Background: an optimization exercise with open tools, aiming at small area and a short achievable clock period. Do not read the settings as production practice.
The RTL was checked by simulation tests, not by an equivalence proof against the original design.

## run 1
Design requant_epilogue, start of the top module:
module requant_epilogue #(
    parameter LANES = 2
) (
    input  wire                clk,
    input  wire                rst,
    input  wire                in_valid,
    input  wire [32*LANES-1:0] acc,
    input  wire [31*LANES-1:0] mult,
    input  wire [6*LANES-1:0]  shift,
    input  wire [16*LANES-1:0] zp,
    input  wire [1:0]          fmt,
    input  wire [15:0]         clamp_lo,
    input  wire [15:0]         clamp_hi,
    output reg                 out_valid,
    output reg  [16*LANES-1:0] out_q,
    output reg  [LANES-1:0]    out_sat
);
Size: about 8,300 cells after synthesis, ~710 flip-flops, roughly 240 I/O pins, about 0.072 sq mm of cells after synthesis.
Settings: LEC_CHECK=0, ABC_AREA=1, CAP_MARGIN=20, CORE_MARGIN=2, CORE_UTILIZATION=40, PLACE_DENSITY=0.6, SLEW_MARGIN=20; clock period 22.0 ns.
run.sh (not shown) runs the stock make flow with config.mk's settings and CLKGATE_MAP_FILE= SYNTH_SCRIPT=/design/flow/synth_recipe.tcl, a recipe that flattens the netlist after the stock synthesis.
## Diff of input files: run 2 against run 1
# run 1
export LEC_CHECK = 0
export ABC_AREA = 1
export CAP_MARGIN = 20
export CORE_MARGIN = 2
export CORE_UTILIZATION = 40
export PLACE_DENSITY = 0.6
export SLEW_MARGIN = 20
create_clock -name core_clock -period 22.0 [get_ports {clk}]
# run 2
export LEC_CHECK = 0
export ABC_AREA = 1
export CAP_MARGIN = 20
export CORE_MARGIN = 2
export CORE_UTILIZATION = 60
export PLACE_DENSITY = 0.75
export SLEW_MARGIN = 20
create_clock -name core_clock -period 22.0 [get_ports {clk}]
Notes after the runs:
In run 2 the number of detailed-route iterations in the first pass turned out 5 higher than in run 1. Comparing run 2 against run 1, there is no change at all in number of flip-flops and latches.
--- input diff run 2..run 3 ---
# run 2
export LEC_CHECK = 0
export ABC_AREA = 1
export CAP_MARGIN = 20
export CORE_MARGIN = 2
export CORE_UTILIZATION = 60
export PLACE_DENSITY = 0.75
export SLEW_MARGIN = 20
create_clock -name core_clock -period 22.0 [get_ports {clk}]
# run 3
export LEC_CHECK = 0
export ABC_AREA = 1
export CAP_MARGIN = 20
export CORE_MARGIN = 2
export CORE_UTILIZATION = 40
export PLACE_DENSITY = 0.6
export SLEW_MARGIN = 20
create_clock -name core_clock -period 22.0 [get_ports {clk}]
==> flow/flow/run.sh (new file) <==
#!/bin/bash
# The standard layout (the standard.sh, all ORFS steps from synthesis
# to finish), except that the ports are buffered with a plain buffer
# rather than the delay buffer that buffer_ports picks by default.
set -e
export BUFFER_PORTS_ARGS="-buffer_cell sky130_fd_sc_hd__buf_2"
bash standard.sh > standard.log 2>&1
==> flow/standard.sh (new file) <==
#!/bin/bash
# synth_recipe.tcl (not shown) runs the flow's synth.tcl, then flattens the netlist and writes it again
# the make line also repeats each setting of config.mk as NAME=value (left out here)
make -C /OpenROAD-flow-scripts/flow DESIGN_CONFIG=/design/flow/config.mk WORK_HOME=/design/flow/orfs CLKGATE_MAP_FILE= SYNTH_SCRIPT=/design/flow/synth_recipe.tcl "${@:-finish}"
removed: flow/run.sh
==> notes.md <==
Changes observed in run 3 relative to run 2: number of tapcells grew by 758, proportion of register bits with asynchronous set or reset after synthesis comparable.
Total stage count of the critical path, run 3 and run 2: higher on run 3
Delta(relative area change from synthesis to final layout, run 3 - run 2) > 0
Routed length per placed instance: run 3 < run 2


requant_epilogue, a different RTL version from the one above (not shown whole).
For scale: ~7,600 cells after synthesis, about 240 I/O pins.
Settings: LEC_CHECK=0, ABC_AREA=1, CAP_MARGIN=20, CORE_MARGIN=2, CORE_UTILIZATION=40, PLACE_DENSITY=0.6, SLEW_MARGIN=20; clock period 22.0 ns.
standard.sh (not shown) runs the stock make flow with config.mk's settings and CLKGATE_MAP_FILE= SYNTH_SCRIPT=/design/flow/synth_recipe.tcl, a recipe that flattens the netlist after the stock synthesis.
==> flow/flow/run.sh <==
#!/bin/bash
# Layout flow: the standard.sh (ORFS from synthesis to finish) with two
# changes, each one setting:
#  - synthesis runs flow/synth_noabc.tcl, which is synth_recipe.tcl with
#    Yosys's synth told -noabc, so that extract_fa maps the RTL's full adders
#    as written (ORFS's own abc mapping still runs after it);
#  - the ports are buffered with buf_2 instead of the delay buffer that
#    buffer_ports picks by default.
# standard.sh's output goes to flow_standard.log; ORFS keeps each step's
# log under orfs/logs.
set -euo pipefail
here=$(pwd)
sed "s#SYNTH_SCRIPT=[^ ]*synth_recipe.tcl#SYNTH_SCRIPT=$here/flow/synth_noabc.tcl#" standard.sh > flow_standard.sh
grep -q "SYNTH_SCRIPT=$here/flow/synth_noabc.tcl" flow_standard.sh
export BUFFER_PORTS_ARGS="-buffer_cell sky130_fd_sc_hd__buf_2"
bash flow_standard.sh > flow_standard.log 2>&1
==> flow/flow/synth_noabc.tcl <==
# synth_recipe.tcl with one change: Yosys's synth skips its abc -fast pass
# (-noabc), so extract_fa sees the full adders as the RTL writes them rather
# than after abc has re-mapped them (which leaves inverters between them).
# ORFS's own abc mapping, after the adders are extracted, still runs.
proc synth {args} { yosys synth -nofsm -noshare -noabc {*}$args }
source $::env(SCRIPTS_DIR)/synth.tcl
# left out here: clear keep_hierarchy, flatten, clean up, hide names made inside functions, write 1_2_yosys.v
Then changed:
CORE_UTILIZATION = 55   (was 40)
CTS_CLUSTER_DIAMETER = 120   (was not set)
CTS_CLUSTER_SIZE = 20   (was not set)
PLACE_DENSITY = 0.7   (was 0.6)
Routed wire length is lower by a little under a tenth. Setup slack improves by 13 ps. Global-route usage rises by 7.5 points. Worst hold slack stays flat. Count of clock-buffer cells in the layout falls by 67.


## pepper
requant_epilogue, a different RTL version from the one above (not shown whole).
For scale: roughly 8400 cells after synthesis, ~700 flip-flops, about 240 I/O pins, ~72000 um2 of cells after synthesis.
Settings: LEC_CHECK=0, ABC_AREA=1, CAP_MARGIN=50, CORE_MARGIN=2, CORE_UTILIZATION=40, PLACE_DENSITY=0.6, SLEW_MARGIN=70; clock period 22.0 ns.
run.sh (not shown) runs the stock make flow with config.mk's settings and CLKGATE_MAP_FILE= SYNTH_SCRIPT=/design/flow/synth_recipe.tcl, a recipe that flattens the netlist after the stock synthesis.
Stock flow here: none of the scripts above is used.
pepper | stages: all done | timing, DRC, antenna: all pass
Input changes introduced in raven (baseline for comparison: pepper):
- swapping 50 for 20 in CAP_MARGIN
- swapping 70 for 20 in SLEW_MARGIN
### Flow results
Compared raven against pepper; met2 routing resource usage after global routing within noise. raven against pepper: post-route worst setup slack up 0.019 ns, ratio of routed vias to standard cells flat, core utilization down 0.85 points, half-perimeter wire length of the detailed placement result down 2800 um. Going from pepper to raven, final wirelength essentially unchanged; design area went down; via count of the first global-routing pass fell 383; number of non-clock inverters about even.

[afterwards: timing with drivers on the ports]
Ports are ideal in the flow. The routed layouts listed here were re-timed in OpenROAD. Step 1 assumes that a clkbuf_16 drives the clock port and a buf_2 every other input. Step 2 times the ports against the registers' clock, not the clock port: input delays grow and output delays shrink by t, the midpoint of the rising clock arrivals with the driver on. Slacks: ideal ports / drivers / drivers and shift; pairs: ideal ports / drivers.
| run | t, ns | setup slack, ns | worst setup path after step 2 | cell pins on the clock port's net |
|---|---|---|---|---|
| run 1 | 0.838 | 15.862 / 15.765 / 16.060 | register to register | 1 |
| run 2 | 0.798 | 15.918 / 15.832 / 16.052 | register to register | 1 |
| run 3 | 0.812 | 16.010 / 16.010 / 16.010 | register to register | 1 |
| the first run of note 2 | 0.817 | 16.247 / 16.247 / 16.247 | register to register | 1 |
| the second run of note 2 | 0.760 | 16.261 / 16.261 / 16.261 | register to register | 1 |
| pepper | 0.815 | 15.817 / 15.730 / 16.545 | register to output | 1 |
| raven | 0.823 | 15.835 / 15.748 / 15.850 | register to register | 1 |
After both steps every run listed still meets setup and hold.
